Background: an optimization exercise with open tools, aiming at small area. Do not read the settings as production practice. In this exercise RTL edits were held to simulation tests only and were not proved equivalent to the original.

==> flow/design.v (excerpt) <==
module col_ycc2rgb (
    input  wire        clk,
    input  wire        rst,
    input  wire        in_valid,
    input  wire [1:0]  depth,
    input  wire        full_range,
    input  wire        yc2020,
    input  wire [15:0] y,
    input  wire [15:0] cb,
    input  wire [15:0] cr,
    output reg         out_valid,
    output reg  [15:0] out_r,
    output reg  [15:0] out_g,
    output reg  [15:0] out_b
);
    wire [3:0] fmt = {yc2020, full_range, depth};
    wire a1_0;
    wire pp1;
    wire pp2;
    wire pp3;
    wire pp4;
    wire pp5;
    wire pp6;
    wire pp7;
    wire pp8;
    wire pp9;
    wire pp10;
    wire pp11;
    wire pp12;
    wire pp13;
    wire pp14;
    wire pp15;
    wire pp16;
    wire a1_17;
    wire pp18;
    wire pp19;
    wire pp20;
    wire pp21;
    wire pp22;
    wire pp23;
    wire pp24;
    wire pp25;
    wire pp26;
    wire pp27;
    wire pp28;
    wire pp29;
    wire pp30;
    wire pp31;
    wire pp32;
    wire pp33;
    wire sg34;
    wire a1_35;
    wire a2_36;
    wire pp37;
    wire pp38;
    wire pp39;
    wire pp40;
    wire pp41;
    wire pp42;
    wire pp43;
    wire pp44;
    wire pp45;
    wire pp46;
    wire pp47;
    wire pp48;
    wire pp49;
    wire pp50;
    wire pp51;
    wire pp52;
    wire pp53;
    wire a1_54;
    wire pp55;
    wire pp56;
    wire pp57;
    wire pp58;
    wire pp59;
    wire pp60;
    wire pp61;
    wire pp62;
    wire pp63;
    wire pp64;
    wire pp65;
    wire pp66;
    wire pp67;
    wire pp68;
    wire pp69;
    wire pp70;
    wire a1_71;
    wire pp72;
    wire pp73;
    wire pp74;
    wire pp75;
    wire pp76;
    wire pp77;
    wire pp78;
    wire pp79;
    wire pp80;
    wire pp81;
    wire pp82;
    wire pp83;
    wire pp84;
    wire pp85;
    wire pp86;
    wire pp87;
    wire a1_88;
    wire pp89;
    wire pp90;
    wire pp91;
    wire pp92;
    wire pp93;
    wire pp94;
    wire pp95;
    wire pp96;
    wire pp97;
    wire pp98;
    wire pp99;
    wire pp100;
    wire pp101;
    wire pp102;
    wire pp103;
    wire pp104;
    wire a1_105;
    wire pp106;
    wire pp107;
    wire pp108;
    wire pp109;
    wire pp110;
    wire pp111;
    wire pp112;
    wire pp113;
    wire pp114;
    wire pp115;
    wire pp116;
    wire pp117;
    wire pp118;
    wire pp119;
  ...
export LEC_CHECK = 0
export ABC_AREA = 1
export CAP_MARGIN = 20
export CORE_MARGIN = 2
export CORE_UTILIZATION = 50
export CTS_BUF_LIST = sky130_fd_sc_hd__clkbuf_4 sky130_fd_sc_hd__clkbuf_8
export GPL_TIMING_DRIVEN = 0
export SLEW_MARGIN = 20
export SYNTH_HIERARCHICAL = 1
create_clock -name core_clock -period 12.0 [get_ports {clk}]
standard.sh (not shown) runs the stock make flow with config.mk's settings and CLKGATE_MAP_FILE= SYNTH_SCRIPT=/design/flow/synth_recipe.tcl, a recipe that flattens the netlist after the stock synthesis.
==> flow/flow/run.sh <==
#!/bin/bash
# The standard layout (standard.sh, unchanged synthesis), with each port
# buffer made from the smallest buffer cell instead of a delay buffer.
set -e
cd "$(dirname "$0")/.."
export BUFFER_PORTS_ARGS="-buffer_cell sky130_fd_sc_hd__buf_1"
bash standard.sh > standard.log 2>&1
The baseline finished with timing, DRC and antenna clean.
==> next run, changes <==
Settings changed: CTS_BUF_LIST sky130_fd_sc_hd__clkbuf_4 sky130_fd_sc_hd__clkbuf_8 to default, GPL_TIMING_DRIVEN 0 to default.
What happened: Synthesized area is unchanged. Hold slack improves by 12 ps. Via count decreases by 3.7%. Design area rose by 1.2%. Setup slack gets better by 18 ps. Routed wire length is lower by 9.4%. Die area does not change. Global-route usage went down by 4.4 points. Core utilization grows by 0.66 points.
==> next run, changes <==
--- a/flow/flow/run.sh
+++ b/flow/flow/run.sh
@@ -5,3 +5,3 @@
 cd "$(dirname "$0")/.."
-export BUFFER_PORTS_ARGS="-buffer_cell sky130_fd_sc_hd__buf_1"
+export BUFFER_PORTS_ARGS="-buffer_cell sky130_fd_sc_hd__buf_2"
 bash standard.sh > standard.log 2>&1
Outcome:
- The changed run completed with no timing, DRC or antenna violations
- wire length is lower by a few percent
- worst setup slack gets better by 110 ps
- sequential cell count is unchanged
- synthesized area is unchanged
- final area goes down slightly
- utilization came out lower by 0.50 points
==> next run, changes <==
--- a/flow/flow/run.sh
+++ b/flow/flow/run.sh
@@ -5,3 +5,3 @@
 cd "$(dirname "$0")/.."
-export BUFFER_PORTS_ARGS="-buffer_cell sky130_fd_sc_hd__buf_2"
+export BUFFER_PORTS_ARGS="-buffer_cell sky130_fd_sc_hd__buf_1"
 bash standard.sh > standard.log 2>&1
Settings changed: GPL_TIMING_DRIVEN from default to 0.
Effect: Synthesized cell count stays the same. Final area hardly moves. Hold slack improves by 12 ps. Synthesized area stays the same. Global-route usage goes up by 5.6 points. Worst setup slack gets worse by 170 ps. Clock-buffer cell count rose by 1. Via count rises by about 6%. Utilization is about the same.
==> next run, changes <==
--- a/flow/flow/run.sh
+++ b/flow/flow/run.sh
@@ -6,2 +6,3 @@
 export BUFFER_PORTS_ARGS="-buffer_cell sky130_fd_sc_hd__buf_1"
+export REMOVE_ABC_BUFFERS=1
 bash standard.sh > standard.log 2>&1
Settings changed: CTS_BUF_LIST from default to sky130_fd_sc_hd__clkbuf_4 sky130_fd_sc_hd__clkbuf_8.
Non-clock buffer count goes down by 118.
Core utilization barely changes.
Wire length went down by about a fifth.
Clock-buffer cell count shrinks by 1.
==> next run, changes <==
==> flow/run.sh (new file) <==
#!/bin/bash
# synth_recipe.tcl (not shown) runs the flow's synth.tcl, then flattens the netlist and writes it again
# the make line also repeats each setting of config.mk as NAME=value (left out here)
make -C /OpenROAD-flow-scripts/flow DESIGN_CONFIG=/design/flow/config.mk WORK_HOME=/design/flow/orfs CLKGATE_MAP_FILE= SYNTH_SCRIPT=/design/flow/synth_recipe.tcl finish
Settings changed: CTS_BUF_LIST sky130_fd_sc_hd__clkbuf_4 sky130_fd_sc_hd__clkbuf_8 to default, GPL_TIMING_DRIVEN 0 to default.
removed: flow/flow/run.sh
removed: flow/standard.sh
Effect:
- The changed run passed the timing, design-rule and antenna checks
- synthesized area is unchanged
- sequential share of layout area goes down by 0.13 points
- sequential cell count does not change
- critical path depth goes up by 8
- fmax goes up by about 2%

## re-timing with driven ports
In the flow no input, the clock included, has a driving cell. The finished layouts below were timed again as built, in two steps.
Step 1 sets driving cells, clkbuf_16 on the clock port and buf_2 on the other inputs (assumed; they add their load-dependent delay and slew).
Step 2 moves the port delays by t, midway between the first and last clock arrival at a register: inputs arrive t later, outputs are due t later. That takes back most of the time a late clock gives input paths.
a / b / c = ideal ports / drivers / drivers and shift; a / b = the first two.
run | shift t [ns] | slack for setup (ns) | worst register clock-pin slew, ns | worst slew at a driven data input, ns
the first run | 0.357 | 0.462 / 0.479 / 0.122 | 0.10 / 0.10 | 0.04
the second run | 0.348 | 0.480 / 0.414 / 0.066 | 0.08 / 0.08 | 0.10
the third run | 0.349 | 0.586 / 0.609 / 0.260 | 0.08 / 0.08 | 0.07
the fourth run | 0.342 | 0.415 / 0.426 / 0.084 | 0.07 / 0.07 | 0.04
the fifth run | 0.391 | 0.393 / 0.418 / 0.027 | 0.11 / 0.11 | 0.06
the sixth run | 0.354 | 0.627 / 0.638 / 0.284 | 0.07 / 0.07 | 0.05
After both steps setup and hold are still met in every run listed. The setup slack of the second run, which loses most, moves by -0.066 ns with the drivers and by -0.414 ns with both steps.
